Context: an optimization exercise on an open-source flow, tuned for small area, a short achievable clock period and few clock cycles per item. The choices shown serve that exercise and are no tape-out recipe. The RTL was checked by simulation tests, not by an equivalence proof against the original design.

--- flow/config.mk ---
export PLATFORM = sky130hd
export DESIGN_NAME = sha384_core
export DESIGN_NICKNAME = sha384_core
export VERILOG_FILES = /design/flow/design.v
export SDC_FILE = /design/flow/constraint.sdc
export NUM_CORES = 4
export LEC_CHECK = 0
export CAP_MARGIN = 20
export CORE_MARGIN = 2
export CORE_UTILIZATION = 60
export CTS_CLUSTER_DIAMETER = 100
export CTS_CLUSTER_SIZE = 20
export PLACE_DENSITY = 0.72
export SLEW_MARGIN = 20
export SYNTH_MEMORY_MAX_BITS = 16384
--- flow/constraint.sdc ---
create_clock -name core_clock -period 13.0 [get_ports {clk}]
set_input_delay 2.6000 -clock core_clock [delete_from_list [all_inputs] [get_ports {clk}]]
set_output_delay 2.6000 -clock core_clock [all_outputs]
set_load 0.01 [all_outputs]
--- flow/design.v ---
module sha384_core (
    input  wire         clk,
    input  wire         rst,
    input  wire         in_valid,
    output wire         in_ready,
    input  wire [63:0]  in_data,      
    input  wire         in_first,     
    input  wire         in_last,      
    output reg          out_valid,
    output wire [383:0] digest        
);
    localparam [63:0] IV0 = 64'hcbbb9d5dc1059ed8, IV1 = 64'h629a292a367cd507, IV2 = 64'h9159015a3070dd17, IV3 = 64'h152fecd8f70e5939,
                      IV4 = 64'h67332667ffc00b31, IV5 = 64'h8eb44a8768581511, IV6 = 64'hdb0c2e0d64f98fa7, IV7 = 64'h47b5481dbefa4fa4;
    localparam [64*80-1:0] KTAB = {
        64'h6c44198c4a475817, 64'h5fcb6fab3ad6faec, 64'h597f299cfc657e2a, 64'h4cc5d4becb3e42b6,
        64'h431d67c49c100d4c, 64'h3c9ebe0a15c9bebc, 64'h32caab7b40c72493, 64'h28db77f523047d84,
        64'h1b710b35131c471b, 64'h113f9804bef90dae, 64'h0a637dc5a2c898a6, 64'h06f067aa72176fba,
        64'hf57d4f7fee6ed178, 64'heada7dd6cde0eb1e, 64'hd186b8c721c0c207, 64'hca273eceea26619c,
        64'hc67178f2e372532b, 64'hbef9a3f7b2c67915, 64'ha4506cebde82bde9, 64'h90befffa23631e28,
        64'h8cc702081a6439ec, 64'h84c87814a1f0ab72, 64'h78a5636f43172f60, 64'h748f82ee5defb2fc,
        64'h682e6ff3d6b2b8a3, 64'h5b9cca4f7763e373, 64'h4ed8aa4ae3418acb, 64'h391c0cb3c5c95a63,
        64'h34b0bcb5e19b48a8, 64'h2748774cdf8eeb99, 64'h1e376c085141ab53, 64'h19a4c116b8d2d0c8,
        64'h106aa07032bbd1b8, 64'hf40e35855771202a, 64'hd69906245565a910, 64'hd192e819d6ef5218,
        64'hc76c51a30654be30, 64'hc24b8b70d0f89791, 64'ha81a664bbc423001, 64'ha2bfe8a14cf10364,
        64'h92722c851482353b, 64'h81c2c92e47edaee6, 64'h766a0abb3c77b2a8, 64'h650a73548baf63de,
        64'h53380d139d95b3df, 64'h4d2c6dfc5ac42aed, 64'h2e1b21385c26c926, 64'h27b70a8546d22ffc,
        64'h142929670a0e6e70, 64'h06ca6351e003826f, 64'hd5a79147930aa725, 64'hc6e00bf33da88fc2,
        64'hbf597fc7beef0ee4, 64'hb00327c898fb213f, 64'ha831c66d2db43210, 64'h983e5152ee66dfab,
        64'h76f988da831153b5, 64'h5cb0a9dcbd41fbd4, 64'h4a7484aa6ea6e483, 64'h2de92c6f592b0275,
        64'h240ca1cc77ac9c65, 64'h0fc19dc68b8cd5b5, 64'hefbe4786384f25e3, 64'he49b69c19ef14ad2,
        64'hc19bf174cf692694, 64'h9bdc06a725c71235, 64'h80deb1fe3b1696b1, 64'h72be5d74f27b896f,
        64'h550c7dc3d5ffb4e2, 64'h243185be4ee4b28c, 64'h12835b0145706fbe, 64'hd807aa98a3030242,
        64'hab1c5ed5da6d8118, 64'h923f82a4af194f9b, 64'h59f111f1b605d019, 64'h3956c25bf348b538,
        64'he9b5dba58189dbbc, 64'hb5c0fbcfec4d3b2f, 64'h7137449123ef65cd, 64'h428a2f98d728ae22
    };
    function automatic [63:0] rotr(input [63:0] x, input integer n);
        rotr = (x >> n) | (x << (64 - n));
    endfunction
    reg  [3:0] ph;                
    reg  [3:0] dph;               
    reg  [4:0] wcnt;              
    reg        nfirst, nlast;     
    reg        busy;              
    reg  [6:0] cnt;               
    reg        rnd, fin, sch;     
    reg        kpre;              
    reg        hfin;              
    reg        cfirst, clast;     
    wire word0_ok = (ph[1:0] == 2'd0) && (!busy || cnt >= 7'd68);
    assign in_ready = (wcnt == 5'd0) ? word0_ok
                                     : (!wcnt[4] && dph == wcnt[3:0]);
    wire acc   = in_valid && in_ready;
    wire full  = wcnt[4] || (wcnt == 5'd15 && acc);
    wire free  = !busy || cnt == 7'd83;
    wire start = full && dph == 4'd15 && free;
    reg [1023:0] w;               
    reg [63:0] a, b, c, d, e, f, g, h;
    reg [63:0] ha0, ha1, ha2, ha3, he0, he1, he2, he3;    
    reg [63:0] hkw;               
    reg  [63:0] kval;
    wire [6:0]  kidx = (cnt < 7'd78) ? cnt + 7'd2 : 7'd0;
    wire [63:0] krom = KTAB[64*kidx +: 64];
    wire [63:0] bsig1 = rotr(e, 14) ^ rotr(e, 18) ^ rotr(e, 41);
    wire [63:0] bsig0 = rotr(a, 28) ^ rotr(a, 34) ^ rotr(a, 39);
    wire [63:0] ch    = (e & f) ^ (~e & g);
    wire [63:0] maj   = (a & b) ^ (a & c) ^ (b & c);
    wire [63:0] t1s = hkw ^ bsig1 ^ ch;
    wire [63:0] t1c = {(hkw[62:0] & bsig1[62:0]) | (hkw[62:0] & ch[62:0]) | (bsig1[62:0] & ch[62:0]), 1'b0};
    wire [63:0] es = t1s ^ t1c ^ d;
    wire [63:0] ec = {(t1s[62:0] & t1c[62:0]) | (t1s[62:0] & d[62:0]) | (t1c[62:0] & d[62:0]), 1'b0};
    wire [63:0] as1 = t1s ^ t1c ^ bsig0;
    wire [63:0] ac1 = {(t1s[62:0] & t1c[62:0]) | (t1s[62:0] & bsig0[62:0]) | (t1c[62:0] & bsig0[62:0]), 1'b0};
    wire [63:0] as2 = as1 ^ ac1 ^ maj;
    wire [63:0] ac2 = {(as1[62:0] & ac1[62:0]) | (as1[62:0] & maj[62:0]) | (ac1[62:0] & maj[62:0]), 1'b0};
    wire [63:0] e_new, a_new;
    sk_add64 u_eadd (.x(es), .y(ec), .s(e_new));
    sk_add64 u_aadd (.x(as2), .y(ac2), .s(a_new));
    wire [63:0] w0  = w[0 +: 64];
    wire [63:0] ssig0 = rotr(w[64 +: 64], 1) ^ rotr(w[64 +: 64], 8) ^ (w[64 +: 64] >> 7);
    wire [63:0] ssig1 = rotr(w[896 +: 64], 19) ^ rotr(w[896 +: 64], 61) ^ (w[896 +: 64] >> 6);
    wire [63:0] ws1 = ssig1 ^ w[576 +: 64] ^ ssig0;
    wire [63:0] wc1 = {(ssig1[62:0] & w[576 +: 63]) | (ssig1[62:0] & ssig0[62:0]) | (w[576 +: 63] & ssig0[62:0]), 1'b0};
    wire [63:0] ws2 = ws1 ^ wc1 ^ w0;
    wire [63:0] wc2 = {(ws1[62:0] & wc1[62:0]) | (ws1[62:0] & w0[62:0]) | (wc1[62:0] & w0[62:0]), 1'b0};
    wire [63:0] wsum;
    sk_add64 u_wadd (.x(fin ? d : ws2), .y(fin ? hba : wc2), .s(wsum));
    wire [63:0] wnext = wsum;
    wire [63:0] w_in  = acc ? in_data : (sch ? wnext : w0);
    reg [63:0] iva, ive;
    always @* begin
        case (ph[1:0])
            2'd0: begin iva = IV3; ive = IV7; end
            2'd1: begin iva = IV2; ive = IV6; end
            2'd2: begin iva = IV1; ive = IV5; end
            default: begin iva = IV0; ive = IV4; end
        endcase
    end
    wire        ldh  = rnd && cfirst;
    wire [63:0] hba  = ha3;
    wire [63:0] ya   = fin ? wsum : (ldh ? iva : ha3);
    wire [63:0] ye   = fin ? hkw : (ldh ? ive : he3);
    wire [63:0] w1k = hfin ? 64'd0 : w[127:64];
    wire [63:0] ks1 = g ^ kval ^ w1k;
    wire [63:0] kc1 = {(g[62:0] & kval[62:0]) | (g[62:0] & w1k[62:0]) | (kval[62:0] & w1k[62:0]), 1'b0};
    wire [63:0] hkw_d;
    sk_add64 u_hadd (.x(ks1), .y(kc1), .s(hkw_d));
    wire        ldiv = (wcnt != 5'd0) && nfirst;
    assign digest = {ha0, ha1, ha2, ha3, he0, he1};
    always @(posedge clk) begin
        w   <= {w_in, w[1023:64]};
        hkw <= hkw_d;
        kval <= kpre ? he1 : start ? KTAB[64 +: 64] : krom;
        a <= rnd ? a_new : (ldiv ? iva : ya);
        b <= a; c <= b; d <= c;
        e <= rnd ? e_new : (ldiv ? ive : ye);
        f <= e; g <= f; h <= g;
        ha0 <= ya; ha1 <= ha0; ha2 <= ha1; ha3 <= ha2;
        he0 <= ye; he1 <= he0; he2 <= he1; he3 <= he2;
    end
    always @(posedge clk) begin
        if (rst) begin
            ph        <= 4'd0;
            dph       <= 4'd0;
            wcnt      <= 5'd0;
            busy      <= 1'b0;
            cnt       <= 7'd83;
            rnd       <= 1'b0;
            fin       <= 1'b0;
            sch       <= 1'b0;
            kpre      <= 1'b0;
            hfin      <= 1'b0;
            out_valid <= 1'b0;
        end else begin
            ph  <= ph + 4'd1;
            dph <= (acc && wcnt == 5'd0) ? 4'd1 : dph + 4'd1;
            if (acc && wcnt == 5'd0) begin
                nfirst <= in_first;
                nlast  <= in_last;
            end
            if (start)
                wcnt <= 5'd0;
            else if (acc)
                wcnt <= wcnt + 5'd1;
            out_valid <= fin && cnt == 7'd83 && clast;
            if (start) begin
                busy   <= 1'b1;
                cnt    <= 7'd0;
                rnd    <= 1'b1;
                fin    <= 1'b0;
                sch    <= 1'b1;
                kpre   <= 1'b0;
                hfin   <= 1'b0;
                cfirst <= nfirst;
                clast  <= nlast;
            end else if (busy && cnt != 7'd83) begin
                cnt <= cnt + 7'd1;
                rnd <= cnt < 7'd79;
                fin <= cnt >= 7'd79;
                sch <= cnt < 7'd63;
                kpre <= cnt >= 7'd77 && cnt <= 7'd80;
                hfin <= cnt >= 7'd78 && cnt <= 7'd81;
            end else begin
                busy <= 1'b0;
                rnd  <= 1'b0;
                fin  <= 1'b0;
                sch  <= 1'b0;
                kpre <= 1'b0;
                hfin <= 1'b0;
            end
        end
    end
endmodule
module sk_add64 (input wire [63:0] x, input wire [63:0] y, output wire [63:0] s);
    wire [63:0] p0 = x ^ y;
    wire [63:0] g0 = x & y;
    wire g_0 = g0[1] | (p0[1] & g0[0]);
    wire g_1 = g0[3] | (p0[3] & g0[2]);
    wire p_1 = p0[3] & p0[2];
    wire g_2 = g0[5] | (p0[5] & g0[4]);
    wire p_2 = p0[5] & p0[4];
    wire g_3 = g0[7] | (p0[7] & g0[6]);
    wire p_3 = p0[7] & p0[6];
    wire g_4 = g0[9] | (p0[9] & g0[8]);
    wire p_4 = p0[9] & p0[8];
    wire g_5 = g0[11] | (p0[11] & g0[10]);
    wire p_5 = p0[11] & p0[10];
    wire g_6 = g0[13] | (p0[13] & g0[12]);
    wire p_6 = p0[13] & p0[12];
    wire g_7 = g0[15] | (p0[15] & g0[14]);
    wire p_7 = p0[15] & p0[14];
    wire g_8 = g0[17] | (p0[17] & g0[16]);
    wire p_8 = p0[17] & p0[16];
    wire g_9 = g0[19] | (p0[19] & g0[18]);
    wire p_9 = p0[19] & p0[18];
    wire g_10 = g0[21] | (p0[21] & g0[20]);
    wire p_10 = p0[21] & p0[20];
    wire g_11 = g0[23] | (p0[23] & g0[22]);
    wire p_11 = p0[23] & p0[22];
    wire g_12 = g0[25] | (p0[25] & g0[24]);
    wire p_12 = p0[25] & p0[24];
    wire g_13 = g0[27] | (p0[27] & g0[26]);
    wire p_13 = p0[27] & p0[26];
    wire g_14 = g0[29] | (p0[29] & g0[28]);
    wire p_14 = p0[29] & p0[28];
    wire g_15 = g0[31] | (p0[31] & g0[30]);
    wire p_15 = p0[31] & p0[30];
    wire g_16 = g0[33] | (p0[33] & g0[32]);
    wire p_16 = p0[33] & p0[32];
    wire g_17 = g0[35] | (p0[35] & g0[34]);
    wire p_17 = p0[35] & p0[34];
    wire g_18 = g0[37] | (p0[37] & g0[36]);
    wire p_18 = p0[37] & p0[36];
    wire g_19 = g0[39] | (p0[39] & g0[38]);
    wire p_19 = p0[39] & p0[38];
    wire g_20 = g0[41] | (p0[41] & g0[40]);
    wire p_20 = p0[41] & p0[40];
    wire g_21 = g0[43] | (p0[43] & g0[42]);
    wire p_21 = p0[43] & p0[42];
    wire g_22 = g0[45] | (p0[45] & g0[44]);
    wire p_22 = p0[45] & p0[44];
    wire g_23 = g0[47] | (p0[47] & g0[46]);
    wire p_23 = p0[47] & p0[46];
    wire g_24 = g0[49] | (p0[49] & g0[48]);
    wire p_24 = p0[49] & p0[48];
    wire g_25 = g0[51] | (p0[51] & g0[50]);
    wire p_25 = p0[51] & p0[50];
    wire g_26 = g0[53] | (p0[53] & g0[52]);
    wire p_26 = p0[53] & p0[52];
    wire g_27 = g0[55] | (p0[55] & g0[54]);
    wire p_27 = p0[55] & p0[54];
    wire g_28 = g0[57] | (p0[57] & g0[56]);
    wire p_28 = p0[57] & p0[56];
    wire g_29 = g0[59] | (p0[59] & g0[58]);
    wire p_29 = p0[59] & p0[58];
    wire g_30 = g0[61] | (p0[61] & g0[60]);
    wire p_30 = p0[61] & p0[60];
    wire g_31 = g0[63] | (p0[63] & g0[62]);
    wire p_31 = p0[63] & p0[62];
    wire g_32 = g0[2] | (p0[2] & g_0);
    wire g_33 = g_1 | (p_1 & g_0);
    wire g_34 = g0[6] | (p0[6] & g_2);
    wire p_34 = p0[6] & p_2;
    wire g_35 = g_3 | (p_3 & g_2);
    wire p_35 = p_3 & p_2;
    wire g_36 = g0[10] | (p0[10] & g_4);
    wire p_36 = p0[10] & p_4;
    wire g_37 = g_5 | (p_5 & g_4);
    wire p_37 = p_5 & p_4;
    wire g_38 = g0[14] | (p0[14] & g_6);
    wire p_38 = p0[14] & p_6;
    wire g_39 = g_7 | (p_7 & g_6);
    wire p_39 = p_7 & p_6;
    wire g_40 = g0[18] | (p0[18] & g_8);
    wire p_40 = p0[18] & p_8;
    wire g_41 = g_9 | (p_9 & g_8);
    wire p_41 = p_9 & p_8;
    wire g_42 = g0[22] | (p0[22] & g_10);
    wire p_42 = p0[22] & p_10;
    wire g_43 = g_11 | (p_11 & g_10);
    wire p_43 = p_11 & p_10;
    wire g_44 = g0[26] | (p0[26] & g_12);
    wire p_44 = p0[26] & p_12;
    wire g_45 = g_13 | (p_13 & g_12);
    wire p_45 = p_13 & p_12;
    wire g_46 = g0[30] | (p0[30] & g_14);
    wire p_46 = p0[30] & p_14;
    wire g_47 = g_15 | (p_15 & g_14);
    wire p_47 = p_15 & p_14;
    wire g_48 = g0[34] | (p0[34] & g_16);
    wire p_48 = p0[34] & p_16;
    wire g_49 = g_17 | (p_17 & g_16);
    wire p_49 = p_17 & p_16;
    wire g_50 = g0[38] | (p0[38] & g_18);
    wire p_50 = p0[38] & p_18;
    wire g_51 = g_19 | (p_19 & g_18);
    wire p_51 = p_19 & p_18;
    wire g_52 = g0[42] | (p0[42] & g_20);
    wire p_52 = p0[42] & p_20;
    wire g_53 = g_21 | (p_21 & g_20);
    wire p_53 = p_21 & p_20;
    wire g_54 = g0[46] | (p0[46] & g_22);
    wire p_54 = p0[46] & p_22;
    wire g_55 = g_23 | (p_23 & g_22);
    wire p_55 = p_23 & p_22;
    wire g_56 = g0[50] | (p0[50] & g_24);
    wire p_56 = p0[50] & p_24;
    wire g_57 = g_25 | (p_25 & g_24);
    wire p_57 = p_25 & p_24;
    wire g_58 = g0[54] | (p0[54] & g_26);
    wire p_58 = p0[54] & p_26;
    wire g_59 = g_27 | (p_27 & g_26);
    wire p_59 = p_27 & p_26;
    wire g_60 = g0[58] | (p0[58] & g_28);
    wire p_60 = p0[58] & p_28;
    wire g_61 = g_29 | (p_29 & g_28);
    wire p_61 = p_29 & p_28;
    wire g_62 = g0[62] | (p0[62] & g_30);
    wire p_62 = p0[62] & p_30;
    wire g_63 = g_31 | (p_31 & g_30);
    wire p_63 = p_31 & p_30;
    wire g_64 = g0[4] | (p0[4] & g_33);
    wire g_65 = g_2 | (p_2 & g_33);
    wire g_66 = g_34 | (p_34 & g_33);
    wire g_67 = g_35 | (p_35 & g_33);
    wire g_68 = g0[12] | (p0[12] & g_37);
    wire p_68 = p0[12] & p_37;
    wire g_69 = g_6 | (p_6 & g_37);
    wire p_69 = p_6 & p_37;
    wire g_70 = g_38 | (p_38 & g_37);
    wire p_70 = p_38 & p_37;
    wire g_71 = g_39 | (p_39 & g_37);
    wire p_71 = p_39 & p_37;
    wire g_72 = g0[20] | (p0[20] & g_41);
    wire p_72 = p0[20] & p_41;
    wire g_73 = g_10 | (p_10 & g_41);
    wire p_73 = p_10 & p_41;
    wire g_74 = g_42 | (p_42 & g_41);
    wire p_74 = p_42 & p_41;
    wire g_75 = g_43 | (p_43 & g_41);
    wire p_75 = p_43 & p_41;
    wire g_76 = g0[28] | (p0[28] & g_45);
    wire p_76 = p0[28] & p_45;
    wire g_77 = g_14 | (p_14 & g_45);
    wire p_77 = p_14 & p_45;
    wire g_78 = g_46 | (p_46 & g_45);
    wire p_78 = p_46 & p_45;
    wire g_79 = g_47 | (p_47 & g_45);
    wire p_79 = p_47 & p_45;
    wire g_80 = g0[36] | (p0[36] & g_49);
    wire p_80 = p0[36] & p_49;
    wire g_81 = g_18 | (p_18 & g_49);
    wire p_81 = p_18 & p_49;
    wire g_82 = g_50 | (p_50 & g_49);
    wire p_82 = p_50 & p_49;
    wire g_83 = g_51 | (p_51 & g_49);
    wire p_83 = p_51 & p_49;
    wire g_84 = g0[44] | (p0[44] & g_53);
    wire p_84 = p0[44] & p_53;
    wire g_85 = g_22 | (p_22 & g_53);
    wire p_85 = p_22 & p_53;
    wire g_86 = g_54 | (p_54 & g_53);
    wire p_86 = p_54 & p_53;
    wire g_87 = g_55 | (p_55 & g_53);
    wire p_87 = p_55 & p_53;
    wire g_88 = g0[52] | (p0[52] & g_57);
    wire p_88 = p0[52] & p_57;
    wire g_89 = g_26 | (p_26 & g_57);
    wire p_89 = p_26 & p_57;
    wire g_90 = g_58 | (p_58 & g_57);
    wire p_90 = p_58 & p_57;
    wire g_91 = g_59 | (p_59 & g_57);
    wire p_91 = p_59 & p_57;
    wire g_92 = g0[60] | (p0[60] & g_61);
    wire p_92 = p0[60] & p_61;
    wire g_93 = g_30 | (p_30 & g_61);
    wire p_93 = p_30 & p_61;
    wire g_94 = g_62 | (p_62 & g_61);
    wire p_94 = p_62 & p_61;
    wire g_95 = g_63 | (p_63 & g_61);
    wire p_95 = p_63 & p_61;
    wire g_96 = g0[8] | (p0[8] & g_67);
    wire g_97 = g_4 | (p_4 & g_67);
    wire g_98 = g_36 | (p_36 & g_67);
    wire g_99 = g_37 | (p_37 & g_67);
    wire g_100 = g_68 | (p_68 & g_67);
    wire g_101 = g_69 | (p_69 & g_67);
    wire g_102 = g_70 | (p_70 & g_67);
    wire g_103 = g_71 | (p_71 & g_67);
    wire g_104 = g0[24] | (p0[24] & g_75);
    wire p_104 = p0[24] & p_75;
    wire g_105 = g_12 | (p_12 & g_75);
    wire p_105 = p_12 & p_75;
    wire g_106 = g_44 | (p_44 & g_75);
    wire p_106 = p_44 & p_75;
    wire g_107 = g_45 | (p_45 & g_75);
    wire p_107 = p_45 & p_75;
    wire g_108 = g_76 | (p_76 & g_75);
    wire p_108 = p_76 & p_75;
    wire g_109 = g_77 | (p_77 & g_75);
    wire p_109 = p_77 & p_75;
    wire g_110 = g_78 | (p_78 & g_75);
    wire p_110 = p_78 & p_75;
    wire g_111 = g_79 | (p_79 & g_75);
    wire p_111 = p_79 & p_75;
    wire g_112 = g0[40] | (p0[40] & g_83);
    wire p_112 = p0[40] & p_83;
    wire g_113 = g_20 | (p_20 & g_83);
    wire p_113 = p_20 & p_83;
    wire g_114 = g_52 | (p_52 & g_83);
    wire p_114 = p_52 & p_83;
    wire g_115 = g_53 | (p_53 & g_83);
    wire p_115 = p_53 & p_83;
    wire g_116 = g_84 | (p_84 & g_83);
    wire p_116 = p_84 & p_83;
    wire g_117 = g_85 | (p_85 & g_83);
    wire p_117 = p_85 & p_83;
    wire g_118 = g_86 | (p_86 & g_83);
    wire p_118 = p_86 & p_83;
    wire g_119 = g_87 | (p_87 & g_83);
    wire p_119 = p_87 & p_83;
    wire g_120 = g0[56] | (p0[56] & g_91);
    wire p_120 = p0[56] & p_91;
    wire g_121 = g_28 | (p_28 & g_91);
    wire p_121 = p_28 & p_91;
    wire g_122 = g_60 | (p_60 & g_91);
    wire p_122 = p_60 & p_91;
    wire g_123 = g_61 | (p_61 & g_91);
    wire p_123 = p_61 & p_91;
    wire g_124 = g_92 | (p_92 & g_91);
    wire p_124 = p_92 & p_91;
    wire g_125 = g_93 | (p_93 & g_91);
    wire p_125 = p_93 & p_91;
    wire g_126 = g_94 | (p_94 & g_91);
    wire p_126 = p_94 & p_91;
    wire g_127 = g_95 | (p_95 & g_91);
    wire p_127 = p_95 & p_91;
    wire g_128 = g0[16] | (p0[16] & g_103);
    wire g_129 = g_8 | (p_8 & g_103);
    wire g_130 = g_40 | (p_40 & g_103);
    wire g_131 = g_41 | (p_41 & g_103);
    wire g_132 = g_72 | (p_72 & g_103);
    wire g_133 = g_73 | (p_73 & g_103);
    wire g_134 = g_74 | (p_74 & g_103);
    wire g_135 = g_75 | (p_75 & g_103);
    wire g_136 = g_104 | (p_104 & g_103);
    wire g_137 = g_105 | (p_105 & g_103);
    wire g_138 = g_106 | (p_106 & g_103);
    wire g_139 = g_107 | (p_107 & g_103);
    wire g_140 = g_108 | (p_108 & g_103);
    wire g_141 = g_109 | (p_109 & g_103);
    wire g_142 = g_110 | (p_110 & g_103);
    wire g_143 = g_111 | (p_111 & g_103);
    wire g_144 = g0[48] | (p0[48] & g_119);
    wire p_144 = p0[48] & p_119;
    wire g_145 = g_24 | (p_24 & g_119);
    wire p_145 = p_24 & p_119;
    wire g_146 = g_56 | (p_56 & g_119);
    wire p_146 = p_56 & p_119;
    wire g_147 = g_57 | (p_57 & g_119);
    wire p_147 = p_57 & p_119;
    wire g_148 = g_88 | (p_88 & g_119);
    wire p_148 = p_88 & p_119;
    wire g_149 = g_89 | (p_89 & g_119);
    wire p_149 = p_89 & p_119;
    wire g_150 = g_90 | (p_90 & g_119);
    wire p_150 = p_90 & p_119;
    wire g_151 = g_91 | (p_91 & g_119);
    wire p_151 = p_91 & p_119;
    wire g_152 = g_120 | (p_120 & g_119);
    wire p_152 = p_120 & p_119;
    wire g_153 = g_121 | (p_121 & g_119);
    wire p_153 = p_121 & p_119;
    wire g_154 = g_122 | (p_122 & g_119);
    wire p_154 = p_122 & p_119;
    wire g_155 = g_123 | (p_123 & g_119);
    wire p_155 = p_123 & p_119;
    wire g_156 = g_124 | (p_124 & g_119);
    wire p_156 = p_124 & p_119;
    wire g_157 = g_125 | (p_125 & g_119);
    wire p_157 = p_125 & p_119;
    wire g_158 = g_126 | (p_126 & g_119);
    wire p_158 = p_126 & p_119;
    wire g_159 = g_127 | (p_127 & g_119);
    wire p_159 = p_127 & p_119;
    wire g_160 = g0[32] | (p0[32] & g_143);
    wire g_161 = g_16 | (p_16 & g_143);
    wire g_162 = g_48 | (p_48 & g_143);
    wire g_163 = g_49 | (p_49 & g_143);
    wire g_164 = g_80 | (p_80 & g_143);
    wire g_165 = g_81 | (p_81 & g_143);
    wire g_166 = g_82 | (p_82 & g_143);
    wire g_167 = g_83 | (p_83 & g_143);
    wire g_168 = g_112 | (p_112 & g_143);
    wire g_169 = g_113 | (p_113 & g_143);
    wire g_170 = g_114 | (p_114 & g_143);
    wire g_171 = g_115 | (p_115 & g_143);
    wire g_172 = g_116 | (p_116 & g_143);
    wire g_173 = g_117 | (p_117 & g_143);
    wire g_174 = g_118 | (p_118 & g_143);
    wire g_175 = g_119 | (p_119 & g_143);
    wire g_176 = g_144 | (p_144 & g_143);
    wire g_177 = g_145 | (p_145 & g_143);
    wire g_178 = g_146 | (p_146 & g_143);
    wire g_179 = g_147 | (p_147 & g_143);
    wire g_180 = g_148 | (p_148 & g_143);
    wire g_181 = g_149 | (p_149 & g_143);
    wire g_182 = g_150 | (p_150 & g_143);
    wire g_183 = g_151 | (p_151 & g_143);
    wire g_184 = g_152 | (p_152 & g_143);
    wire g_185 = g_153 | (p_153 & g_143);
    wire g_186 = g_154 | (p_154 & g_143);
    wire g_187 = g_155 | (p_155 & g_143);
    wire g_188 = g_156 | (p_156 & g_143);
    wire g_189 = g_157 | (p_157 & g_143);
    wire g_190 = g_158 | (p_158 & g_143);
    wire g_191 = g_159 | (p_159 & g_143);
    assign s = p0 ^ {g_190, g_189, g_188, g_187, g_186, g_185, g_184, g_183, g_182, g_181, g_180, g_179, g_178, g_177, g_176, g_175, g_174, g_173, g_172, g_171, g_170, g_169, g_168, g_167, g_166, g_165, g_164, g_163, g_162, g_161, g_160, g_143, g_142, g_141, g_140, g_139, g_138, g_137, g_136, g_135, g_134, g_133, g_132, g_131, g_130, g_129, g_128, g_103, g_102, g_101, g_100, g_99, g_98, g_97, g_96, g_67, g_66, g_65, g_64, g_33, g_32, g_0, g0[0], 1'b0};
endmodule
--- flow/flow/run.sh ---
#!/bin/bash
set -euo pipefail
bash standard.sh SETUP_SLACK_MARGIN=8 finish > orfs_make.log 2>&1
--- flow/standard.sh ---
#!/bin/bash
# synth_recipe.tcl (not shown) runs the flow's synth.tcl, then flattens the netlist and writes it again
# the make line also repeats each setting of config.mk as NAME=value (left out here)
make -C /OpenROAD-flow-scripts/flow DESIGN_CONFIG=/design/flow/config.mk WORK_HOME=/design/flow/orfs CLKGATE_MAP_FILE= SYNTH_SCRIPT=/design/flow/synth_recipe.tcl "${@:-finish}"
==> results of run 1 <==
cell families after synthesis:
logic type	count (synthesis)
compound gates	1697
mux	233
simple gates	1191
flops	2141
xor+xnor	761
fa+ha+maj	761
buf+inv	786
per-layer routing:
layer / overflow / GRT usage, %
met5: 0 / 39.42
met1: 2 / 74.22
met2: 24 / 90.04
met4: 12 / 72.93
met3: 1 / 61.72
what timing repair did:
item / in CTS
setup buffers: 46
pin swaps: 93
hold buffers: 0
resized for setup: 540
cloned: 2
setup endpoints to repair: 252
synthesized netlist by cell type, types with 126 or more instances:
library cell | number | area share [%]
fa_1 | 444 | 11
a21oi_1 | 444 | 2.6
nor2_1 | 286 | 1.3
nand2_1 | 492 | 2.2
dfxtp_1 | 2137 | 51
ha_1 | 294 | 4.4
o21ai_0 | 501 | 3.0
a21o_1 | 134 | 1.2
clkbuf_1 | 248 | 1.1
xnor2_1 | 522 | 5.4
xor2_1 | 238 | 2.5
inv_1 | 464 | 2.1
mux2i_1 | 126 | 1.5
stage by stage:
step / util (%) / setup slack, ns / hold slack (ns) / std cells
after floorplan: - / 8.409 / 0.3096 / 7570
after global placement: 65.12 / 6.742 / 0.3096 / 9692
after detailed placement: 65.13 / 6.596 / 0.3121 / 9693
after CTS: 69.37 / 7.921 / 0.2967 / 9881
how the worst max path moves through the flow:
stage          slack (ns)             to  cells past startpoint
2_1_floorplan        8.41  a[43]$_DFF_P_                     19
3_3_place_gp         6.74  a[42]$_DFF_P_                     17
3_5_place_dp         6.60  a[42]$_DFF_P_                     17
4_1_cts              7.92  a[60]$_DFF_P_                     19
==> impl_metrics.csv, run 1 <==
group,metric,value,unit
sta,crit_endpoint,"w[1023]$_DFF_P_/D",
synthesis,synthCells,7570,
global_route,track_usage,74.86,%
synthesis,async_flop_share,0,%
placement,placed_area,90650,sq um
global_route,overflow,39,
run_status,tool.error,"[ERROR GRT-0232] Routing congestion too high. Check the congestion heatmap in the GUI.",
run_status,stop_stage,"global routing (5_1_grt)",
placement,dp.final_hpwl,285.6,mm
clocking,root_buffer,"clkbuf_16",
synthesis,synth_edf_count,4,
synthesis,synth_xor_xnor_area_share,7.946,%
placement,port_buffers,454,
synthesis,synth_fa_ha_area_share,15.24,%
floorplanning,io_pins,455,
global_route,antenna_found_initial,99,
synthesis,synthMuxAreaShare,2.937,%
floorplanning,dieHeight,378.1,um
clocking,clock_path_buffers,3,
floorplanning,start_util,60.33,%
run_status,outcome,"did not finish",
synthesis,seq_area_frac_synth,51.09,%
synthesis,avgSynthCellArea,11.09,sq um
global_route,grt_max_degree,83,
synthesis,synth_area,83970,sq um
floorplanning,die-width,378.1,um
clocking,cts_made_buffers,120,
synthesis,ys_warn_count,1,
placement,gp_congestion,1.141,
synthesis,synth_top_family_by_area,"adder cells",
clocking,clock-sinks,2141,
synthesis,ys_types,95,
floorplanning,row_count,137,
synthesis,syn_nets,8377,
sta,worstEndpointType,"register input",
synthesis,synth_seq_cells,2141,
synthesis,yosys.area_share.simple,6.368,%
synthesis,synth_compound_area_share,12.85,%
clocking,cts.htree.levels,3,
synthesis,synth_flop_cell,"dfxtp_1",
Testbench counts, summed over its fixed seeds: cycles 25,500, blocks 300.
==> run 2, diff against run 1 <==
--- a/flow/design.v
+++ b/flow/design.v
@@ -60,4 +60,86 @@
     reg  [63:0] kval;
-    wire [6:0]  kidx = (cnt < 7'd78) ? cnt + 7'd2 : 7'd0;
-    wire [63:0] krom = KTAB[64*kidx +: 64];
+    reg  [63:0] krom;             
+    always @* begin
+        case (cnt)
+            7'd0: krom = KTAB[128 +: 64];
+            7'd1: krom = KTAB[192 +: 64];
+            7'd2: krom = KTAB[256 +: 64];
+            7'd3: krom = KTAB[320 +: 64];
+            7'd4: krom = KTAB[384 +: 64];
+            7'd5: krom = KTAB[448 +: 64];
+            7'd6: krom = KTAB[512 +: 64];
+            7'd7: krom = KTAB[576 +: 64];
+            7'd8: krom = KTAB[640 +: 64];
+            7'd9: krom = KTAB[704 +: 64];
+            7'd10: krom = KTAB[768 +: 64];
+            7'd11: krom = KTAB[832 +: 64];
+            7'd12: krom = KTAB[896 +: 64];
+            7'd13: krom = KTAB[960 +: 64];
+            7'd14: krom = KTAB[1024 +: 64];
+            7'd15: krom = KTAB[1088 +: 64];
+            7'd16: krom = KTAB[1152 +: 64];
+            7'd17: krom = KTAB[1216 +: 64];
+            7'd18: krom = KTAB[1280 +: 64];
+            7'd19: krom = KTAB[1344 +: 64];
+            7'd20: krom = KTAB[1408 +: 64];
+            7'd21: krom = KTAB[1472 +: 64];
+            7'd22: krom = KTAB[1536 +: 64];
+            7'd23: krom = KTAB[1600 +: 64];
+            7'd24: krom = KTAB[1664 +: 64];
+            7'd25: krom = KTAB[1728 +: 64];
+            7'd26: krom = KTAB[1792 +: 64];
+            7'd27: krom = KTAB[1856 +: 64];
+            7'd28: krom = KTAB[1920 +: 64];
+            7'd29: krom = KTAB[1984 +: 64];
+            7'd30: krom = KTAB[2048 +: 64];
+            7'd31: krom = KTAB[2112 +: 64];
+            7'd32: krom = KTAB[2176 +: 64];
+            7'd33: krom = KTAB[2240 +: 64];
+            7'd34: krom = KTAB[2304 +: 64];
+            7'd35: krom = KTAB[2368 +: 64];
+            7'd36: krom = KTAB[2432 +: 64];
+            7'd37: krom = KTAB[2496 +: 64];
+            7'd38: krom = KTAB[2560 +: 64];
+            7'd39: krom = KTAB[2624 +: 64];
+            7'd40: krom = KTAB[2688 +: 64];
+            7'd41: krom = KTAB[2752 +: 64];
+            7'd42: krom = KTAB[2816 +: 64];
+            7'd43: krom = KTAB[2880 +: 64];
+            7'd44: krom = KTAB[2944 +: 64];
+            7'd45: krom = KTAB[3008 +: 64];
+            7'd46: krom = KTAB[3072 +: 64];
+            7'd47: krom = KTAB[3136 +: 64];
+            7'd48: krom = KTAB[3200 +: 64];
+            7'd49: krom = KTAB[3264 +: 64];
+            7'd50: krom = KTAB[3328 +: 64];
+            7'd51: krom = KTAB[3392 +: 64];
+            7'd52: krom = KTAB[3456 +: 64];
+            7'd53: krom = KTAB[3520 +: 64];
+            7'd54: krom = KTAB[3584 +: 64];
+            7'd55: krom = KTAB[3648 +: 64];
+            7'd56: krom = KTAB[3712 +: 64];
+            7'd57: krom = KTAB[3776 +: 64];
+            7'd58: krom = KTAB[3840 +: 64];
+            7'd59: krom = KTAB[3904 +: 64];
+            7'd60: krom = KTAB[3968 +: 64];
+            7'd61: krom = KTAB[4032 +: 64];
+            7'd62: krom = KTAB[4096 +: 64];
+            7'd63: krom = KTAB[4160 +: 64];
+            7'd64: krom = KTAB[4224 +: 64];
+            7'd65: krom = KTAB[4288 +: 64];
+            7'd66: krom = KTAB[4352 +: 64];
+            7'd67: krom = KTAB[4416 +: 64];
+            7'd68: krom = KTAB[4480 +: 64];
+            7'd69: krom = KTAB[4544 +: 64];
+            7'd70: krom = KTAB[4608 +: 64];
+            7'd71: krom = KTAB[4672 +: 64];
+            7'd72: krom = KTAB[4736 +: 64];
+            7'd73: krom = KTAB[4800 +: 64];
+            7'd74: krom = KTAB[4864 +: 64];
+            7'd75: krom = KTAB[4928 +: 64];
+            7'd76: krom = KTAB[4992 +: 64];
+            7'd77: krom = KTAB[5056 +: 64];
+            default: krom = KTAB[0 +: 64];
+        endcase
+    end
     wire [63:0] bsig1 = rotr(e, 14) ^ rotr(e, 18) ^ rotr(e, 41);
--- a/flow/config.mk
+++ b/flow/config.mk
@@ -9,6 +9,5 @@
 export CORE_MARGIN = 2
-export CORE_UTILIZATION = 60
+export CORE_UTILIZATION = 40
 export CTS_CLUSTER_DIAMETER = 100
 export CTS_CLUSTER_SIZE = 20
-export PLACE_DENSITY = 0.72
 export SLEW_MARGIN = 20
==> run 2 against run 1 <==
The run now finishes clean. Synthesized cell count down 0.33%. Synthesized area down 0.36%.
==> impl_metrics.csv, run 2 <==
group,metric,value,unit
routing,drt_iter0_markers,6144,
cells_and_area,utilization,48.26,%
cells_and_area,largest-register,"w",
floorplanning,start_util,40.32,%
worst_setup_path,worstPathRequired,13.74,ns
sta,skew,0.06049,ns
routing,route.detailed.drc,0,
worst_setup_path,ff2ff_setup_slack,7.55,ns
synthesis,netlist_top_cells_area,"dfxtp_1 (51%), fa_1 (11%), xnor2_1 (5.5%)",
clocking,clock-sinks,2141,
floorplanning,coreArea,207500,sq um
synthesis,async_flop_share,0,%
worst_setup_path,critPathMaxFanout,4,
sta,period_share,41.91,%
synthesis,ys_top_cells_by_count,"dfxtp_1 (2,137), xnor2_1 (529), o21ai_0 (495)",
global_route,grt_max_degree,126,
floorplanning,dieHeight,461.3,um
global_route,antenna_found_initial,33,
synthesis,synth_flop_cell,"dfxtp_1",
global_route,track_usage,34.35,%
cells_and_area,drive_gt1_share,14.39,%
routing,ant_nets,0,
global_route,first_global_vias,57940,
synthesis,synth_area,83670,sq um
placement,port_buffers,454,
sta,setup_tns,0,ns
sta,max_slew_margin,15.30,%
synthesis,ys_warn_count,1,
cells_and_area,synthToLayoutAreaGrowth,19.69,%
cells_and_area,fin_nets,8879,
global_route,grt_pass1_wl,496.9,mm
synthesis,yosys.area.top_type,"dfxtp_1",
sta,worst_pin_slew,1.271,ns
worst_setup_path,arrival,6.19,ns
routing,drt-total-wl,371.4,mm
clocking,clk_latency,0.84,ns
floorplanning,die-width,461.3,um
synthesis,seq_area_frac_synth,51.28,%
sta,rsz0062_at_grt,"yes",
routing,vias_per_cell,5.470,
placement,dp.final_hpwl,291.9,mm
synthesis,netlist.area_leader.share,51.13,%
clocking,clock_path_buffers,3,
clocking,cts.htree.levels,4,
clocking,cts_hold_buf,0,
synthesis,synth_seq_cells,2141,
synthesis,ys_types,90,
cells_and_area,mostFrequentLayoutCells,"dfxtp_1 (1,969), inv_1 (456), clkdlybuf4s50_1 (453)",
flow_run,drv_cap,0,
routing,vias,59690,
clocking,cts_made_buffers,130,
cells_and_area,largest_reg_flops,1024,
synthesis,synth.most_common_cell,"dfxtp_1",
run_status,outcome,"finished clean",
sta,period_needed,5.448,ns
clocking,cts_tree,"built",
routing,drt-pass1-iter-count,5,
placement,gp_congestion,1.082,
cells_and_area,final_common_cell,"dfxtp_1",
synthesis,synthCells,7545,
floorplanning,fp.dieArea,212800,sq um
worst_setup_path,end_kind,"flip-flop",
floorplanning,row_count,167,
sta,slew_violations,0,
sta,fmax,183.5,MHz
clocking,path_clk_slew,0.09,ns
sta,hold_viol_final,0,
sta,setup_violations,0,
synthesis,avgSynthCellArea,11.09,sq um
routing,wl_per_cell,34.04,um
global_route,overflow,0,
worst_setup_path,startpoint_type,"flip-flop",
cells_and_area,fillers,18720,
clocking,root_buffer,"clkbuf_16",
floorplanning,io_pins,455,
synthesis,syn_nets,8351,
sta,hold_slack,0.3097,ns
worst_hold_path,min_path_type,"flip-flop to flip-flop",
synthesis,synth_edf_count,4,
worst_setup_path,crit_type,"flip-flop to flip-flop",
[run 2: stage by stage]
stage / instance area (sq um) / cells / setup WS [ns]
floorplan: 83670 / 7545 / 8.004
global placement: 91610 / 10600 / 6.279
detailed placement: 91660 / 10600 / 6.402
CTS: 98010 / 10830 / 7.641
global route: 100100 / 10900 / 7.457
finish: 100100 / 10910 / 7.552
[run 2: final cells by class]
cell class	count	area, sq um	share of cell area [%]
Sequential cell	2141	43310	43.24
Multi-Input combinational cell	4617	40880	40.82
Timing Repair Buffer	716	6779	6.769
Tap cell	2788	3488	3.483
Clock buffer	141	3398	3.393
Inverter	467	1760	1.758
Clock inverter	25	491.7	0.4910
Antenna cell	16	40.04	0.03998
[run 2: cell families after synthesis]
logic type | share of synthesized area, %
AO/OA/AOI/OAI | 12.44
XOR/XNOR | 7.904
adder cells (fa/ha/maj) | 15.24
buffers and inverters | 3.532
flip-flops | 51.28
multiplexers | 3.164
AND/OR/NAND/NOR | 6.438
[run 2: final timing paths]
check	from	to	cells past startpoint
worst max-delay path	e[53]$_DFF_P_	a[43]$_DFF_P_	23
worst min-delay path	he2[18]$_DFF_P_	he3[18]$_DFF_P_	0
worst max register to register	e[53]$_DFF_P_	a[43]$_DFF_P_	23
worst min register to register	he2[18]$_DFF_P_	he3[18]$_DFF_P_	0
[run 2: what timing repair did]
item / in CTS / in global routing
pin swaps: 90 / 169
gates cloned: 3 / 0
gates resized for setup: 464 / 362
endpoints found under the setup margin: 217 / 143
setup buffers: 61 / 66
[run 2: critical path, stage by stage (launching register included)]
cell and delay, ns:
dfxtp_1 0.31, buf_6 0.15, xor2_4 0.17, xnor2_4 0.27
fa_1 0.52, fa_2 0.56, inv_1 0.05, fa_1 0.42
ha_4 0.27, a21oi_2 0.14, nor2_1 0.05, a2111o_1 0.37
o211ai_1 0.17, buf_4 0.18, a21o_4 0.16, a21oi_4 0.07
buf_12 0.15, buf_4 0.13, a211o_1 0.34, a21o_1 0.20
a21o_1 0.19, a21o_1 0.17, xnor2_1 0.12, a22o_1 0.17
[run 2: layer usage]
layer / vias up / GRT usage, % / share of wire, %
li1: 26400 / - / -
met1: 29780 / 46.39 / 43
met2: 2793 / 51.38 / 42
met3: 704 / 5.228 / 6.5
met4: 2 / 21.77 / 8.0
met5: - / 0 / 0.0040
Testbench counts of run 2, summed over its fixed seeds: cycles 25,500, blocks 300.
==> run 3, diff against run 2 <==
--- a/flow/design.v
+++ b/flow/design.v
@@ -47,2 +47,3 @@
     reg        hfin;              
+    reg        efin;              
     reg        cfirst, clast;     
@@ -56,3 +57,4 @@
     reg [1023:0] w;               
-    reg [63:0] a, b, c, d, e, f, g, h;
+    reg [63:0] a, b, c, d, e, f;
+    reg [63:0] xs, xc;
     reg [63:0] ha0, ha1, ha2, ha3, he0, he1, he2, he3;    
@@ -63,95 +65,97 @@
         case (cnt)
-            7'd0: krom = KTAB[128 +: 64];
-            7'd1: krom = KTAB[192 +: 64];
-            7'd2: krom = KTAB[256 +: 64];
-            7'd3: krom = KTAB[320 +: 64];
-            7'd4: krom = KTAB[384 +: 64];
-            7'd5: krom = KTAB[448 +: 64];
-            7'd6: krom = KTAB[512 +: 64];
-            7'd7: krom = KTAB[576 +: 64];
-            7'd8: krom = KTAB[640 +: 64];
-            7'd9: krom = KTAB[704 +: 64];
-            7'd10: krom = KTAB[768 +: 64];
-            7'd11: krom = KTAB[832 +: 64];
-            7'd12: krom = KTAB[896 +: 64];
-            7'd13: krom = KTAB[960 +: 64];
-            7'd14: krom = KTAB[1024 +: 64];
-            7'd15: krom = KTAB[1088 +: 64];
-            7'd16: krom = KTAB[1152 +: 64];
-            7'd17: krom = KTAB[1216 +: 64];
-            7'd18: krom = KTAB[1280 +: 64];
-            7'd19: krom = KTAB[1344 +: 64];
-            7'd20: krom = KTAB[1408 +: 64];
-            7'd21: krom = KTAB[1472 +: 64];
-            7'd22: krom = KTAB[1536 +: 64];
-            7'd23: krom = KTAB[1600 +: 64];
-            7'd24: krom = KTAB[1664 +: 64];
-            7'd25: krom = KTAB[1728 +: 64];
-            7'd26: krom = KTAB[1792 +: 64];
-            7'd27: krom = KTAB[1856 +: 64];
-            7'd28: krom = KTAB[1920 +: 64];
-            7'd29: krom = KTAB[1984 +: 64];
-            7'd30: krom = KTAB[2048 +: 64];
-            7'd31: krom = KTAB[2112 +: 64];
-            7'd32: krom = KTAB[2176 +: 64];
-            7'd33: krom = KTAB[2240 +: 64];
-            7'd34: krom = KTAB[2304 +: 64];
-            7'd35: krom = KTAB[2368 +: 64];
-            7'd36: krom = KTAB[2432 +: 64];
-            7'd37: krom = KTAB[2496 +: 64];
-            7'd38: krom = KTAB[2560 +: 64];
-            7'd39: krom = KTAB[2624 +: 64];
-            7'd40: krom = KTAB[2688 +: 64];
-            7'd41: krom = KTAB[2752 +: 64];
-            7'd42: krom = KTAB[2816 +: 64];
-            7'd43: krom = KTAB[2880 +: 64];
-            7'd44: krom = KTAB[2944 +: 64];
-            7'd45: krom = KTAB[3008 +: 64];
-            7'd46: krom = KTAB[3072 +: 64];
-            7'd47: krom = KTAB[3136 +: 64];
-            7'd48: krom = KTAB[3200 +: 64];
-            7'd49: krom = KTAB[3264 +: 64];
-            7'd50: krom = KTAB[3328 +: 64];
-            7'd51: krom = KTAB[3392 +: 64];
-            7'd52: krom = KTAB[3456 +: 64];
-            7'd53: krom = KTAB[3520 +: 64];
-            7'd54: krom = KTAB[3584 +: 64];
-            7'd55: krom = KTAB[3648 +: 64];
-            7'd56: krom = KTAB[3712 +: 64];
-            7'd57: krom = KTAB[3776 +: 64];
-            7'd58: krom = KTAB[3840 +: 64];
-            7'd59: krom = KTAB[3904 +: 64];
-            7'd60: krom = KTAB[3968 +: 64];
-            7'd61: krom = KTAB[4032 +: 64];
-            7'd62: krom = KTAB[4096 +: 64];
-            7'd63: krom = KTAB[4160 +: 64];
-            7'd64: krom = KTAB[4224 +: 64];
-            7'd65: krom = KTAB[4288 +: 64];
-            7'd66: krom = KTAB[4352 +: 64];
-            7'd67: krom = KTAB[4416 +: 64];
-            7'd68: krom = KTAB[4480 +: 64];
-            7'd69: krom = KTAB[4544 +: 64];
-            7'd70: krom = KTAB[4608 +: 64];
-            7'd71: krom = KTAB[4672 +: 64];
-            7'd72: krom = KTAB[4736 +: 64];
-            7'd73: krom = KTAB[4800 +: 64];
-            7'd74: krom = KTAB[4864 +: 64];
-            7'd75: krom = KTAB[4928 +: 64];
-            7'd76: krom = KTAB[4992 +: 64];
-            7'd77: krom = KTAB[5056 +: 64];
-            default: krom = KTAB[0 +: 64];
+            7'd0: krom = KTAB[192 +: 64];
+            7'd1: krom = KTAB[256 +: 64];
+            7'd2: krom = KTAB[320 +: 64];
+            7'd3: krom = KTAB[384 +: 64];
+            7'd4: krom = KTAB[448 +: 64];
+            7'd5: krom = KTAB[512 +: 64];
+            7'd6: krom = KTAB[576 +: 64];
+            7'd7: krom = KTAB[640 +: 64];
+            7'd8: krom = KTAB[704 +: 64];
+            7'd9: krom = KTAB[768 +: 64];
+            7'd10: krom = KTAB[832 +: 64];
+            7'd11: krom = KTAB[896 +: 64];
+            7'd12: krom = KTAB[960 +: 64];
+            7'd13: krom = KTAB[1024 +: 64];
+            7'd14: krom = KTAB[1088 +: 64];
+            7'd15: krom = KTAB[1152 +: 64];
+            7'd16: krom = KTAB[1216 +: 64];
+            7'd17: krom = KTAB[1280 +: 64];
+            7'd18: krom = KTAB[1344 +: 64];
+            7'd19: krom = KTAB[1408 +: 64];
+            7'd20: krom = KTAB[1472 +: 64];
+            7'd21: krom = KTAB[1536 +: 64];
+            7'd22: krom = KTAB[1600 +: 64];
+            7'd23: krom = KTAB[1664 +: 64];
+            7'd24: krom = KTAB[1728 +: 64];
+            7'd25: krom = KTAB[1792 +: 64];
+            7'd26: krom = KTAB[1856 +: 64];
+            7'd27: krom = KTAB[1920 +: 64];
+            7'd28: krom = KTAB[1984 +: 64];
+            7'd29: krom = KTAB[2048 +: 64];
+            7'd30: krom = KTAB[2112 +: 64];
+            7'd31: krom = KTAB[2176 +: 64];
+            7'd32: krom = KTAB[2240 +: 64];
+            7'd33: krom = KTAB[2304 +: 64];
+            7'd34: krom = KTAB[2368 +: 64];
+            7'd35: krom = KTAB[2432 +: 64];
+            7'd36: krom = KTAB[2496 +: 64];
+            7'd37: krom = KTAB[2560 +: 64];
+            7'd38: krom = KTAB[2624 +: 64];
+            7'd39: krom = KTAB[2688 +: 64];
+            7'd40: krom = KTAB[2752 +: 64];
+            7'd41: krom = KTAB[2816 +: 64];
+            7'd42: krom = KTAB[2880 +: 64];
+            7'd43: krom = KTAB[2944 +: 64];
+            7'd44: krom = KTAB[3008 +: 64];
+            7'd45: krom = KTAB[3072 +: 64];
+            7'd46: krom = KTAB[3136 +: 64];
+            7'd47: krom = KTAB[3200 +: 64];
+            7'd48: krom = KTAB[3264 +: 64];
+            7'd49: krom = KTAB[3328 +: 64];
+            7'd50: krom = KTAB[3392 +: 64];
+            7'd51: krom = KTAB[3456 +: 64];
+            7'd52: krom = KTAB[3520 +: 64];
+            7'd53: krom = KTAB[3584 +: 64];
+            7'd54: krom = KTAB[3648 +: 64];
+            7'd55: krom = KTAB[3712 +: 64];
+            7'd56: krom = KTAB[3776 +: 64];
+            7'd57: krom = KTAB[3840 +: 64];
+            7'd58: krom = KTAB[3904 +: 64];
+            7'd59: krom = KTAB[3968 +: 64];
+            7'd60: krom = KTAB[4032 +: 64];
+            7'd61: krom = KTAB[4096 +: 64];
+            7'd62: krom = KTAB[4160 +: 64];
+            7'd63: krom = KTAB[4224 +: 64];
+            7'd64: krom = KTAB[4288 +: 64];
+            7'd65: krom = KTAB[4352 +: 64];
+            7'd66: krom = KTAB[4416 +: 64];
+            7'd67: krom = KTAB[4480 +: 64];
+            7'd68: krom = KTAB[4544 +: 64];
+            7'd69: krom = KTAB[4608 +: 64];
+            7'd70: krom = KTAB[4672 +: 64];
+            7'd71: krom = KTAB[4736 +: 64];
+            7'd72: krom = KTAB[4800 +: 64];
+            7'd73: krom = KTAB[4864 +: 64];
+            7'd74: krom = KTAB[4928 +: 64];
+            7'd75: krom = KTAB[4992 +: 64];
+            7'd76: krom = KTAB[5056 +: 64];
+            7'd81: krom = KTAB[0 +: 64];
+            7'd82: krom = KTAB[64 +: 64];
+            default: krom = KTAB[128 +: 64];
         endcase
     end
-    wire [63:0] bsig1 = rotr(e, 14) ^ rotr(e, 18) ^ rotr(e, 41);
+    wire [63:0] e_in;
+    wire [63:0] bsig1 = rotr(e_in, 14) ^ rotr(e_in, 18) ^ rotr(e_in, 41);
+    wire [63:0] ch    = (e_in & e) ^ (~e_in & f);
     wire [63:0] bsig0 = rotr(a, 28) ^ rotr(a, 34) ^ rotr(a, 39);
-    wire [63:0] ch    = (e & f) ^ (~e & g);
     wire [63:0] maj   = (a & b) ^ (a & c) ^ (b & c);
-    wire [63:0] t1s = hkw ^ bsig1 ^ ch;
-    wire [63:0] t1c = {(hkw[62:0] & bsig1[62:0]) | (hkw[62:0] & ch[62:0]) | (bsig1[62:0] & ch[62:0]), 1'b0};
-    wire [63:0] es = t1s ^ t1c ^ d;
-    wire [63:0] ec = {(t1s[62:0] & t1c[62:0]) | (t1s[62:0] & d[62:0]) | (t1c[62:0] & d[62:0]), 1'b0};
-    wire [63:0] as1 = t1s ^ t1c ^ bsig0;
-    wire [63:0] ac1 = {(t1s[62:0] & t1c[62:0]) | (t1s[62:0] & bsig0[62:0]) | (t1c[62:0] & bsig0[62:0]), 1'b0};
-    wire [63:0] as2 = as1 ^ ac1 ^ maj;
-    wire [63:0] ac2 = {(as1[62:0] & ac1[62:0]) | (as1[62:0] & maj[62:0]) | (ac1[62:0] & maj[62:0]), 1'b0};
+    wire [63:0] xs_d  = hkw ^ bsig1 ^ ch;
+    wire [63:0] xc_d  = {(hkw[62:0] & bsig1[62:0]) | (hkw[62:0] & ch[62:0]) | (bsig1[62:0] & ch[62:0]), 1'b0};
+    wire [63:0] es = xs ^ xc ^ d;
+    wire [63:0] ec = {(xs[62:0] & xc[62:0]) | (xs[62:0] & d[62:0]) | (xc[62:0] & d[62:0]), 1'b0};
+    wire [63:0] as1 = xs ^ xc ^ maj;
+    wire [63:0] ac1 = {(xs[62:0] & xc[62:0]) | (xs[62:0] & maj[62:0]) | (xc[62:0] & maj[62:0]), 1'b0};
+    wire [63:0] as2 = as1 ^ ac1 ^ bsig0;
+    wire [63:0] ac2 = {(as1[62:0] & ac1[62:0]) | (as1[62:0] & bsig0[62:0]) | (ac1[62:0] & bsig0[62:0]), 1'b0};
     wire [63:0] e_new, a_new;
@@ -170,9 +174,9 @@
     wire [63:0] w_in  = acc ? in_data : (sch ? wnext : w0);
-    reg [63:0] iva, ive;
+    reg [63:0] iva, ive, ivr;
     always @* begin
         case (ph[1:0])
-            2'd0: begin iva = IV3; ive = IV7; end
-            2'd1: begin iva = IV2; ive = IV6; end
-            2'd2: begin iva = IV1; ive = IV5; end
-            default: begin iva = IV0; ive = IV4; end
+            2'd0: begin iva = IV3; ive = IV7; ivr = IV6; end
+            2'd1: begin iva = IV2; ive = IV6; ivr = IV5; end
+            2'd2: begin iva = IV1; ive = IV5; ivr = IV4; end
+            default: begin iva = IV0; ive = IV4; ivr = IV7; end
         endcase
@@ -182,6 +186,6 @@
     wire [63:0] ya   = fin ? wsum : (ldh ? iva : ha3);
-    wire [63:0] ye   = fin ? hkw : (ldh ? ive : he3);
-    wire [63:0] w1k = hfin ? 64'd0 : w[127:64];
-    wire [63:0] ks1 = g ^ kval ^ w1k;
-    wire [63:0] kc1 = {(g[62:0] & kval[62:0]) | (g[62:0] & w1k[62:0]) | (kval[62:0] & w1k[62:0]), 1'b0};
+    wire [63:0] ye   = efin ? hkw : (ldh ? ivr : he3);
+    wire [63:0] w2k = hfin ? 64'd0 : w[191:128];
+    wire [63:0] ks1 = f ^ kval ^ w2k;
+    wire [63:0] kc1 = {(f[62:0] & kval[62:0]) | (f[62:0] & w2k[62:0]) | (kval[62:0] & w2k[62:0]), 1'b0};
     wire [63:0] hkw_d;
@@ -189,3 +193,4 @@
     wire        ldiv = (wcnt != 5'd0) && nfirst;
-    assign digest = {ha0, ha1, ha2, ha3, he0, he1};
+    assign e_in   = rnd ? e_new : (ldiv ? ive : he0);
+    assign digest = {ha0, ha1, ha2, ha3, he1, he2};
     always @(posedge clk) begin
@@ -193,7 +198,11 @@
         hkw <= hkw_d;
-        kval <= kpre ? he1 : start ? KTAB[64 +: 64] : krom;
+        kval <= kpre ? he1
+              : (!busy && dph == 4'd13) ? KTAB[0 +: 64]
+              : (!busy && dph == 4'd14) ? KTAB[64 +: 64] : krom;
+        xs  <= xs_d;
+        xc  <= xc_d;
         a <= rnd ? a_new : (ldiv ? iva : ya);
         b <= a; c <= b; d <= c;
-        e <= rnd ? e_new : (ldiv ? ive : ye);
-        f <= e; g <= f; h <= g;
+        e <= e_in;
+        f <= e;
         ha0 <= ya; ha1 <= ha0; ha2 <= ha1; ha3 <= ha2;
@@ -213,2 +222,3 @@
             hfin      <= 1'b0;
+            efin      <= 1'b0;
             out_valid <= 1'b0;
@@ -234,2 +244,3 @@
                 hfin   <= 1'b0;
+                efin   <= 1'b0;
                 cfirst <= nfirst;
@@ -241,4 +252,5 @@
                 sch <= cnt < 7'd63;
-                kpre <= cnt >= 7'd77 && cnt <= 7'd80;
-                hfin <= cnt >= 7'd78 && cnt <= 7'd81;
+                kpre <= cnt >= 7'd76 && cnt <= 7'd79;
+                hfin <= cnt >= 7'd77 && cnt <= 7'd80;
+                efin <= cnt >= 7'd78 && cnt <= 7'd81;
             end else begin
@@ -250,2 +262,3 @@
                 hfin <= 1'b0;
+                efin <= 1'b0;
             end
==> run 3 against run 2 <==
Still clean. Maximum frequency rose by 0.70%. First-iteration DRC count grew 30%. Synthesized cell count increased by 1.3%. Routed wire length rose by 13%. Clock-buffer cell count up 3. Sequential share of layout area rose by 0.39 points. Critical path type unchanged. Highest routed layer unchanged.
==> impl_metrics.csv, run 3 <==
group,metric,value,unit
run_status,outcome,"finished clean",
placement,dp.final_hpwl,336.8,mm
cells_and_area,multi_input_comb_area,41400,sq um
routing,drt-pass1-iter-count,8,
cells_and_area,synthToLayoutAreaGrowth,19.64,%
cells_and_area,utilization,48.12,%
floorplanning,io_pins,455,
worst_setup_path,path_cells,"xnor2_4, xnor2_4, fa_1, fa_1, mux2_2, ha_4, o21a_4, a2111oi_4, nor3_2, a211o_1, a211oi_4, buf_12, o31ai_4, a21oi_4, o21bai_4, mux2_4, or4_1, a22o_1",
worst_setup_path,critPathMaxFanout,6,
floorplanning,coreArea,211900,sq um
synthesis,synth_compound_area_share,12.09,%
synthesis,syn_nets,8469,
floorplanning,die-width,465.5,um
worst_setup_path,crit_type,"flip-flop to flip-flop",
clocking,clock_path_buffers,3,
worst_setup_path,ff2ff_setup_slack,7.59,ns
clocking,clk_latency,0.84,ns
worst_setup_path,reg2reg_depth,18,
sta,worst_pin_slew,1.326,ns
global_route,antenna_found_initial,61,
synthesis,synth_seq_cells,2205,
worst_setup_path,worstPathRequired,13.72,ns
synthesis,ys_top_cells_by_count,"dfxtp_1 (2,201), xnor2_1 (546), nand2_1 (528)",
clocking,cts_made_buffers,134,
synthesis,yosys.area.top_type,"dfxtp_1",
worst_setup_path,end_kind,"flip-flop",
synthesis,synth_edf_count,4,
worst_hold_path,min-delay-start,"w[245]$_DFF_P_",
cells_and_area,fillers,19380,
synthesis,synth_flop_cell,"dfxtp_1",
cells_and_area,largest_reg_flops,1024,
placement,placed_area,93370,sq um
floorplanning,dieHeight,465.5,um
worst_hold_path,holdPathStages,0,
sta,fmax,184.8,MHz
worst_setup_path,critPathSlowestCell,"fa_1",
synthesis,netlist.area_leader.share,51.71,%
sta,setup_violations,0,
placement,port_buffers,454,
cells_and_area,fin_nets,9020,
sta,skew,0.03846,ns
routing,wl_per_cell,37.80,um
synthesis,synthCells,7642,
synthesis,yosys.area_share.simple,6.823,%
clocking,cts_tree,"built",
sta,period_share,41.62,%
global_route,first_global_vias,60600,
synthesis,synth_xor_xnor_area_share,7.478,%
routing,drt_iter0_markers,7975,
synthesis,synth_fa_ha_area_share,15.32,%
synthesis,avgSynthCellArea,11.15,sq um
clocking,cts.htree.levels,4,
synthesis,synth_top_family_by_area,"adder cells",
routing,route.detailed.drc,0,
floorplanning,start_util,40.22,%
worst_setup_path,startpoint_type,"flip-flop",
routing,vias,63070,
sta,slew_violations,0,
cells_and_area,final_common_cell,"dfxtp_1",
sta,max_slew_margin,11.60,%
synthesis,synthMuxAreaShare,3.166,%
floorplanning,row_count,169,
worst_setup_path,arrival,6.13,ns
worst_hold_path,hold_end,"w[181]$_DFF_P_",
synthesis,ys_warn_count,1,
clocking,root_buffer,"clkbuf_16",
synthesis,async_flop_share,0,%
cells_and_area,finish.instance_area,101900,sq um
cells_and_area,mostFrequentLayoutCells,"dfxtp_1 (2,056), nand2_1 (503), xnor2_1 (461)",
placement,gp_congestion,1.033,
synthesis,synth.most_common_cell,"dfxtp_1",
routing,vias_per_cell,5.689,
synthesis,netlist_top_cells_area,"dfxtp_1 (52%), fa_1 (11%), xnor2_1 (5.6%)",
clocking,clock-sinks,2205,
synthesis,ys_types,92,
sta,period_needed,5.411,ns
worst_setup_path,crit_family,"compound AO/OA/AOI/OAI gates",
worst_setup_path,slowest_delay,0.49,ns
sta,setup_tns,0,ns
global_route,overflow,0,
routing,drt-total-wl,419.1,mm
worst_setup_path,rr_endpoint,"a[43]$_DFF_P_",
cells_and_area,largest-register,"w",
global_route,grt_pass1_wl,546.6,mm
floorplanning,fp.dieArea,216700,sq um
cells_and_area,ff_latch_area,44480,sq um
worst_setup_path,path_depth,18,
worst_hold_path,min_path_type,"flip-flop to flip-flop",
synthesis,synth_area,85210,sq um
worst_setup_path,timing.rr.start,"w[919]$_DFF_P_",
synthesis,seq_area_frac_synth,51.85,%
sta,rsz0062_at_grt,"yes",
sta,hold_viol_final,0,
cells_and_area,drive_gt1_share,14.52,%
global_route,grt_max_degree,133,
worst_setup_path,crit_buf_inv,1,
routing,ant_nets,0,
global_route,track_usage,37.68,%
clocking,path_clk_slew,0.09,ns
flow_run,drv_cap,0,
==> run 3: changes by cell type after synthesis, sizes merged, moves of 21 or more <==
cell,previous run,this run
nand2,443,528
dfxtp,2137,2201
mux2,114,169
mux2i,125,70
a211oi,132,80
xor2,226,179
a21oi,464,498
nor3,114,81
o21ai,504,530
a21o,156,132
fa,440,462
inv,462,441
==> run 3: area by class of cell <==
cell class	instances	share of cell area, %
inverter	442	1.627
clock buffer	144	3.365
multi-input combinational	4696	40.61
tap	2821	3.462
antenna	34	0.08346
sequential	2205	43.63
timing repair buffer	714	6.738
clock inverter	30	0.4787
==> run 3: routing by layer <==
layer,vias to the layer above,GRT usage [%],wire length [um]
li1,26800,-,-
met1,32390,53.04,181500
met2,3202,53.97,173000
met3,646,8.818,39330
met4,28,18.69,25030
met5,-,0,187
==> run 3: metrics by stage <==
stage,cells,setup slack [ns],hold slack [ns]
final,11090,7.590,0.3071
after global routing,11070,7.465,0.3172
after CTS,10990,7.720,0.3079
after detailed placement,10760,5.968,0.3121
after global placement,10750,5.942,0.3096
after floorplan,7642,8.000,0.3096
==> run 3: repair_timing <==
action                                 in CTS  in global routing
cloned                                      2                  0
gates resized for setup                   455                338
setup endpoints to repair                 330                227
buffers inserted                           59                 61
pin swaps                                  89                127
endpoints found under the hold margin       0                  0
hold buffers                                0                  0
==> run 3: how the worst max path moves through the flow <==
stage	to	from	slack (ns)
floorplan	a[43]$_DFF_P_	w[918]$_DFF_P_	8.00
global placement	a[50]$_DFF_P_	w[911]$_DFF_P_	5.94
detailed placement	a[50]$_DFF_P_	fin$_SDFF_PP0_	5.97
CTS	a[43]$_DFF_P_	w[924]$_DFF_P_	7.72
global route	w[1011]$_DFF_P_	w[924]$_DFF_P_	7.47
finish	a[43]$_DFF_P_	w[919]$_DFF_P_	7.59
==> run 3: cell families after synthesis <==
logic type | after synthesis
multiplexers | 243
flip-flops | 2205
XOR/XNOR | 726
buffers and inverters | 742
AO/OA/AOI/OAI | 1677
adder cells (fa/ha/maj) | 768
AND/OR/NAND/NOR | 1281
Testbench counts of run 3, summed over its fixed seeds: cycles 25,500, blocks 300.

==> separate check: timing with driven ports <==
No port has a modelled driver above. Below, the same layouts with a new extraction and two added sets of constraints.
Step 1, drivers: a clkbuf_16 drives clk and a buf_2 each remaining input, both assumed.
Step 2 moves the port delays by t, midway between the first and last clock arrival at a register: inputs arrive t later, outputs are due t later. That takes back most of the time a late clock gives input paths.
Slacks: ideal / step 1 / step 2; pairs: ideal / step 1.
run	t (ns)	setup slack, ns	worst slew at a driven data input, ns	pins driven straight from the clock port
run 2	0.908	7.552 / 7.552 / 7.264	0.08	1
run 3	0.924	7.590 / 7.590 / 7.590	0.16	1
After both steps setup and hold are still met in every run listed. For run 2, which loses most, drivers alone change the setup slack by 0.000 ns; drivers and shift together by -0.288 ns.
